Background: an optimization exercise with open tools, aiming at small area, a short achievable clock period and few clock cycles. Do not read the settings as production practice. The RTL was checked by simulation tests, not by an equivalence proof against the original design.

Design gcm_top, start of the top module:
module gcm_top (
    input  wire         clk,
    input  wire         rst,
    input  wire         cmd_valid,
    output wire         cmd_ready,
    input  wire [2:0]   cmd_op,
    input  wire [255:0] cmd_data,
    input  wire [4:0]   cmd_nbytes,
    output reg          out_valid,
    output reg          out_tag,
    output reg  [127:0] out_data
);
clock: 11.0 ns
lec_check: 0
abc_clock_period_in_ps: 5000
cap_margin: 40
core_margin: 2
core_utilization: 40
slew_margin: 40
standard.sh (not shown) runs the stock make flow with config.mk's settings and CLKGATE_MAP_FILE= SYNTH_SCRIPT=/design/flow/synth_recipe.tcl, a recipe that flattens the netlist after the stock synthesis.
==> flow/flow/run.sh <==
#!/bin/bash
set -euo pipefail
bash standard.sh SETUP_SLACK_MARGIN=6.5 finish > flow.log 2>&1
Testbench counts at the start, summed over its fixed seeds: cycles 2,649.
Edit:
--- a/flow/design.v
+++ b/flow/design.v
@@ -303,27 +303,27 @@
     assign y = {S0, S1, S2, S3, S4, S5, S6, S7};
 endmodule
 module aes_ring #(parameter TW = 2) (
     input  wire          clk,
     input  wire          rst,
     output wire          free,        
     input  wire          ins_v,
     input  wire [127:0]  ins_blk,     
     input  wire [TW-1:0] ins_tag,
     input  wire          key_go,      
     input  wire [255:0]  key,
     output wire          key_busy,    
-    output wire          out_v,       
-    output wire [127:0]  out_blk,
-    output wire [TW-1:0] out_tag
+    output reg           out_v,       
+    output reg  [127:0]  out_blk,
+    output reg  [TW-1:0] out_tag
 );
     localparam MW = 16 * 22;
     reg [127:0]  xs [0:6];
     reg          xv [0:6];
     reg          xp [0:6];
     reg [TW-1:0] xt [0:6];
     reg [MW-1:0] ms [0:6];
     reg          mv [0:6];
     reg          mp [0:6];
     reg [TW-1:0] mt [0:6];
     reg [127:0]  rk [1:14];
     assign free = ~(mv[6] & ~mp[6]);
@@ -376,33 +376,37 @@
             wire [127:0] rkr = mp[s] ? rk[s + 8] : rk[s + 1];
             wire [127:0] o   = mix_columns(sr) ^ rkr;
             if (s < 6) begin : g_mid
                 always @(posedge clk) begin
                     xs[s+1] <= o;
                     xp[s+1] <= mp[s];
                     xt[s+1] <= mt[s];
                     if (rst) xv[s+1] <= 1'b0;
                     else     xv[s+1] <= mv[s];
                 end
             end else begin : g_last
                 wire recirc = mv[6] & ~mp[6];
-                assign out_v   = mv[6] & mp[6];
-                assign out_blk = sr ^ rk[14];
-                assign out_tag = mt[6];
                 always @(posedge clk) begin
                     xs[0]   <= recirc ? o : ins_blk;
                     xp[0]   <= recirc;
                     xt[0]   <= recirc ? mt[6] : ins_tag;
-                    if (rst) xv[0] <= 1'b0;
-                    else     xv[0] <= recirc | ins_v;
+                    out_blk <= sr ^ rk[14];
+                    out_tag <= mt[6];
+                    if (rst) begin
+                        xv[0] <= 1'b0;
+                        out_v <= 1'b0;
+                    end else begin
+                        xv[0] <= recirc | ins_v;
+                        out_v <= mv[6] & mp[6];
+                    end
                 end
             end
         end
     endgenerate
     reg  [4:0]   kc;
     reg  [255:0] kw;                  
     reg  [87:0]  km;
     assign key_busy = kc != 5'd0;
     wire [87:0]  kmn;
     wire [31:0]  ksw;
     generate
         for (i = 0; i < 4; i = i + 1) begin : g_ks
@@ -448,25 +452,25 @@
     input  wire         rst,
     input  wire         cmd_valid,
     output wire         cmd_ready,
     input  wire [2:0]   cmd_op,
     input  wire [255:0] cmd_data,
     input  wire [4:0]   cmd_nbytes,
     output reg          out_valid,
     output reg          out_tag,
     output reg  [127:0] out_data
 );
     localparam OP_KEY = 3'd0, OP_START = 3'd1, OP_AAD = 3'd2, OP_TEXT = 3'd3, OP_FINISH = 3'd4;
     localparam D  = 20;                 
-    localparam Q  = 20;                  
+    localparam Q  = 16;                  
     localparam K_CTR = 2'd0, K_J0 = 2'd1, K_H = 2'd2;
     reg         rdy;
     reg         s1_v, sk_v;
     reg [2:0]   s1_op, sk_op;
     reg [255:0] s1_d, sk_d;
     reg [4:0]   s1_n, sk_n;
     assign cmd_ready = rdy;
     wire xfer = cmd_valid & rdy;
     reg [255:0] key;
     reg [95:0]  ivk;           
     reg [31:0]  ctr;           
     reg         hq, jq;        
@@ -599,25 +603,26 @@
         gin_h2   <= x_key;
         if (x_key) gin <= k_d;
         if (x_aad) gin <= c_d;
         if (x_txt) gin <= decrypt ? ptext : ctext;
         if (x_fin) gin <= {len_a, 7'd0, len_c, 3'd0};
         if (x_st) begin
             len_a <= 57'd0;
             len_c <= 61'd0;
         end else begin
             if (x_aad) len_a <= len_a + 57'd1;
             if (x_txt) len_c <= len_c + {56'd0, n_eff};
         end
-        out_data <= x_txt ? ctext : (g_sum ^ ej0);    
+        if (x_txt)       out_data <= ctext;
+        else if (g_last) out_data <= g_sum ^ ej0;
         out_tag <= g_last;
         if (rst) begin
             s1_v      <= 1'b0;
             sk_v      <= 1'b0;
             rdy       <= 1'b0;
             hq        <= 1'b0;
             jq        <= 1'b0;
             f_spec    <= 1'b0;
             f_open    <= 1'b0;
             f_dlt     <= 7'sd0;
             fly       <= 6'd0;
             cnt       <= 6'd0;
The new run passed the timing, design-rule and antenna checks. Setup slack got worse by 120 ps. Routed wire length fell by about 5%. Area after synthesis came out lower by 2.5%. Non-clock buffer count came out lower by 197. Worst hold slack gains 87 ps. Utilization goes down by 0.27 points. Global-route usage falls by 0.88 points. Cell area goes down by 3.1%.
Testbench counts after the change, summed over its fixed seeds: cycles 2,771.

-- afterwards: timing with drivers on the ports --
How much do the figures lean on ideal ports? The routed layouts below were timed once more, with nothing changed but the port constraints. Step 1 assumes that a clkbuf_16 drives the clock port and a buf_2 every other input. Step 2, shift: input delay + t, output delay - t, t = (earliest + latest rising clock arrival at the registers) / 2. This alone moves slack from input paths to output paths. Slacks: ideal ports / drivers / drivers and shift; pairs: ideal ports / drivers.
| run | shift t [ns] | setup WS [ns] | worst setup path at the end | clock arrival spread, ns |
|---|---|---|---|---|
| the first run | 1.513 | 6.253 / 6.253 / 6.253 | register to register | 0.247 / 0.246 |
| the second run | 1.493 | 6.131 / 5.935 / 6.282 | register to register | 0.214 / 0.215 |
After both steps every run listed still meets setup and hold.
